From an optimization exercise on the open Yosys and OpenROAD flow, aimed at small area, a short achievable clock period and few clock cycles per item; shortcuts taken in it are not production practice. The RTL was checked by simulation tests, not by an equivalence proof against the original design.

old:
==> module sum_node, before the edit <==
module sum_node (
    input  wire         clk,
    input  wire         rst,         
    input  wire         in_valid,
    output wire         in_ready,
    input  wire [255:0] in_x,        
    input  wire [31:0]  in_cs,       
    input  wire [31:0]  in_ce,       
    input  wire         in_last,     
    output wire         out_valid,
    input  wire         out_ready,
    output wire [255:0] out_y,       
    output wire         out_sat      
);
    reg          rdy;             
    reg          nf;              
    reg          s0_v, s0_l, s0_f;
    reg  [255:0] x0;
    reg  [31:0]  cs0, ce0;
    reg          s1_v, s1_l;
    reg          clr;             
    reg  [255:0] x1;
    reg  [127:0] one1, two1, neg1;   
    reg  [639:0] acc_s, acc_c;    
    reg          r_v;             
    reg          q_v;             
    reg  [7:0]   satv;            
    reg          rdy_o;           
    reg          y_v;
    reg  [255:0] y;
    reg          sat;
    wire block  = (s1_v & s1_l) | r_v | q_v | y_v;
    wire s0_go  = s0_v & ~(s0_l & block);
    wire n_s0_v  = rdy ? in_valid : s0_v;
    wire n_s0_l  = rdy ? in_last  : s0_l;
    wire n_s1_cl = s0_go & s0_l;
    wire n_r_v   = s1_v & s1_l;
    wire n_q_v   = r_v;
    wire n_y_v   = q_v | (y_v & ~out_ready);
    wire n_rdy, n_rdy_o;
    sn_rdy u_rdy   (.s0_v(n_s0_v), .s0_l(n_s0_l), .busy(n_s1_cl | n_r_v | n_q_v | n_y_v), .rdy(n_rdy));
    sn_rdy u_rdy_o (.s0_v(n_s0_v), .s0_l(n_s0_l), .busy(n_s1_cl | n_r_v | n_q_v | n_y_v), .rdy(n_rdy_o));
    assign in_ready  = rdy_o;
    assign out_valid = y_v;
    assign out_y     = y;
    assign out_sat   = sat;
    always @(posedge clk) begin
        if (rst) begin
            rdy  <= 1'b1;
            rdy_o <= 1'b1;
            nf   <= 1'b1;
            s0_v <= 1'b0;
            s1_v <= 1'b0;
            r_v  <= 1'b0;
            q_v  <= 1'b0;
            y_v  <= 1'b0;
        end else begin
            rdy  <= n_rdy;
            rdy_o <= n_rdy_o;
            if (rdy & in_valid)
                nf <= in_last;
            s0_v <= n_s0_v;
            s1_v <= s0_go;
            r_v  <= n_r_v;
            q_v  <= n_q_v;
            y_v  <= n_y_v;
        end
    end
    always @(posedge clk) begin
        if (rdy) begin
            s0_l <= in_last;
            s0_f <= nf;
            x0   <= in_x;
            cs0  <= in_cs;
            ce0  <= in_ce;
        end
    end
    wire [255:0] c_n;
    genvar gi;
    generate
        for (gi = 0; gi < 8; gi = gi + 1) begin : g_coef
            if (gi == 7) begin : g_last
                assign c_n[32*gi +: 32] = ce0;
            end else if (gi == 0) begin : g_0
                sn_coef0 u_coef (.cs(cs0), .ce(ce0), .c(c_n[32*gi +: 32]));
            end else if (gi == 1) begin : g_1
                sn_coef1 u_coef (.cs(cs0), .ce(ce0), .c(c_n[32*gi +: 32]));
            end else if (gi == 2) begin : g_2
                sn_coef2 u_coef (.cs(cs0), .ce(ce0), .c(c_n[32*gi +: 32]));
            end else if (gi == 3) begin : g_3
                sn_coef3 u_coef (.cs(cs0), .ce(ce0), .c(c_n[32*gi +: 32]));
            end else if (gi == 4) begin : g_4
                sn_coef4 u_coef (.cs(cs0), .ce(ce0), .c(c_n[32*gi +: 32]));
            end else if (gi == 5) begin : g_5
                sn_coef5 u_coef (.cs(cs0), .ce(ce0), .c(c_n[32*gi +: 32]));
            end else begin : g_6
                sn_coef6 u_coef (.cs(cs0), .ce(ce0), .c(c_n[32*gi +: 32]));
            end
        end
    endgenerate
    wire [127:0] one_n, two_n, neg_n;
    generate
        for (gi = 0; gi < 128; gi = gi + 1) begin : g_benc
            wire b2 = c_n[2*gi + 1];
            wire b1 = c_n[2*gi];
            wire b0 = (gi % 16 == 0) ? 1'b0 : c_n[2*gi - 1];
            assign one_n[gi] = s0_go & (b1 ^ b0);
            assign two_n[gi] = s0_go & ((b2 & ~b1 & ~b0) | (~b2 & b1 & b0));
            assign neg_n[gi] = s0_go & b2;
        end
    endgenerate
    always @(posedge clk) begin
        s1_l <= s0_l;
        clr  <= s0_go & s0_f;
        x1   <= x0;
        one1 <= one_n;
        two1 <= two_n;
        neg1 <= neg_n;
    end
    wire [639:0] ns, nc;
    generate
        for (gi = 0; gi < 8; gi = gi + 1) begin : g_mac
            sn_mac u_mac (
                .x(x1[32*gi +: 32]), .one(one1[16*gi +: 16]), .two(two1[16*gi +: 16]),
                .neg(neg1[16*gi +: 16]), .clr(clr),
                .acc_s(acc_s[80*gi +: 80]), .acc_c(acc_c[80*gi +: 80]),
                .ns(ns[80*gi +: 80]), .nc(nc[80*gi +: 80]));
        end
    endgenerate
    always @(posedge clk) begin
        acc_s <= ns;
        acc_c <= nc;
    end
    wire [255:0] y_n;
    wire [7:0]   sat_n;
    generate
        for (gi = 0; gi < 8; gi = gi + 1) begin : g_round
            sn_round u_round (.a(acc_s[80*gi +: 80]), .b(acc_c[80*gi +: 80]),
                              .y(y_n[32*gi +: 32]), .sat(sat_n[gi]));
        end
    endgenerate
    always @(posedge clk) begin
        if (r_v) begin
            y    <= y_n;
            satv <= sat_n;
        end
        if (q_v)
            sat <= |satv;
    end
endmodule
Settings: LEC_CHECK=0, ABC_CLOCK_PERIOD_IN_PS=2500, CAP_MARGIN=20, CORE_MARGIN=2, CORE_UTILIZATION=60, CTS_CLUSTER_SIZE=40, GPL_TIMING_DRIVEN=0, SLEW_MARGIN=20, SYNTH_HIERARCHICAL=1, SYNTH_MINIMUM_KEEP_SIZE=0; clock period 22.0 ns.
standard.sh (not shown) runs the stock make flow with config.mk's settings and CLKGATE_MAP_FILE= SYNTH_SCRIPT=/design/flow/synth_recipe.tcl, a recipe that flattens the netlist after the stock synthesis.
==> flow/flow/run.sh <==
#!/bin/bash
set -euo pipefail
bash standard.sh 'BUFFER_PORTS_ARGS=-buffer_cell sky130_fd_sc_hd__buf_4' \
    SETUP_SLACK_MARGIN=15.8 finish > standard.log 2>&1
old finished all stages; the layout is clean.
Testbench counts of old, summed over its fixed seeds: cycles 7,778, sends 7,571.
Here is what was changed in the inputs of new compared with old.
--- a/flow/design.v
+++ b/flow/design.v
@@ -138,17 +138,22 @@
             sn_round u_round (.a(acc_s[80*gi +: 80]), .b(acc_c[80*gi +: 80]),
                               .y(y_n[32*gi +: 32]), .sat(sat_n[gi]));
         end
     endgenerate
+    wire [255:0] y_d;
+    wire         sat_d;
+    sn_hold #(.W(256)) u_hold_y   (.s(r_v), .a(y_n), .b(y), .y(y_d));
+    sn_hold #(.W(1))   u_hold_sat (.s(q_v), .a(|satv), .b(sat), .y(sat_d));
     always @(posedge clk) begin
-        if (r_v) begin
-            y    <= y_n;
+        if (r_v)
             satv <= sat_n;
-        end
-        if (q_v)
-            sat <= |satv;
+        y   <= y_d;
+        sat <= sat_d;
     end
 endmodule
+module sn_hold #(parameter W = 1) (input wire s, input wire [W-1:0] a, input wire [W-1:0] b, output wire [W-1:0] y);
+    assign y = s ? a : b;
+endmodule
 module sn_rdy (input wire s0_v, input wire s0_l, input wire busy, output wire rdy);
     assign rdy = ~s0_v | ~(s0_l & busy);
 endmodule
 module sn_mac (input wire [31:0] x, input wire [15:0] one, input wire [15:0] two, input wire [15:0] neg, input wire clr,
==> run summary <==
- old → new: utilization after layout decreased by 0.24 points relative to the old numbers, sequential share of cell area moved down.
- On floorplan die width, new and old are basically level.
- Higher hold slack goes to old over new.
- The total detailed-routing wirelength was comparable across new and old.
- The die extent in y was comparable across new and old.
- Looking at upper clock frequency limit across new and old, the one that comes out higher is new.
- new -> old: cell area flat
- Diff new and old: critical path depth lower in old
- Taking old as the reference, in new xor and xnor area share after synthesis was more or less identical; count of flip-flops with a built-in enable after synthesis dropped about 44%.
Testbench counts of new, summed over its fixed seeds: cycles 7,778, sends 7,571.

## static timing again, ports no longer ideal
No port has a modelled driver above. Below, the same layouts with a new extraction and two added sets of constraints. Step 1 (the two cells are an assumption about what drives the block):
set clk [get_ports {clk}]
set_driving_cell -lib_cell sky130_fd_sc_hd__clkbuf_16 $clk
set_driving_cell -lib_cell sky130_fd_sc_hd__buf_2 [delete_from_list [all_inputs] $clk]
Step 2 moves the port delays by t, midway between the first and last clock arrival at a register: inputs arrive t later, outputs are due t later. That takes back most of the time a late clock gives input paths. a / b / c = ideal / step 1 / step 2; a / b = the first two.
run | t (ns) | setup WS [ns] | cell pins on the clock port's net
old | 1.169 | 15.689 / 15.537 / 15.809 | 1
new | 1.137 | 15.860 / 15.724 / 15.860 | 1
After both steps every run listed still meets setup and hold.
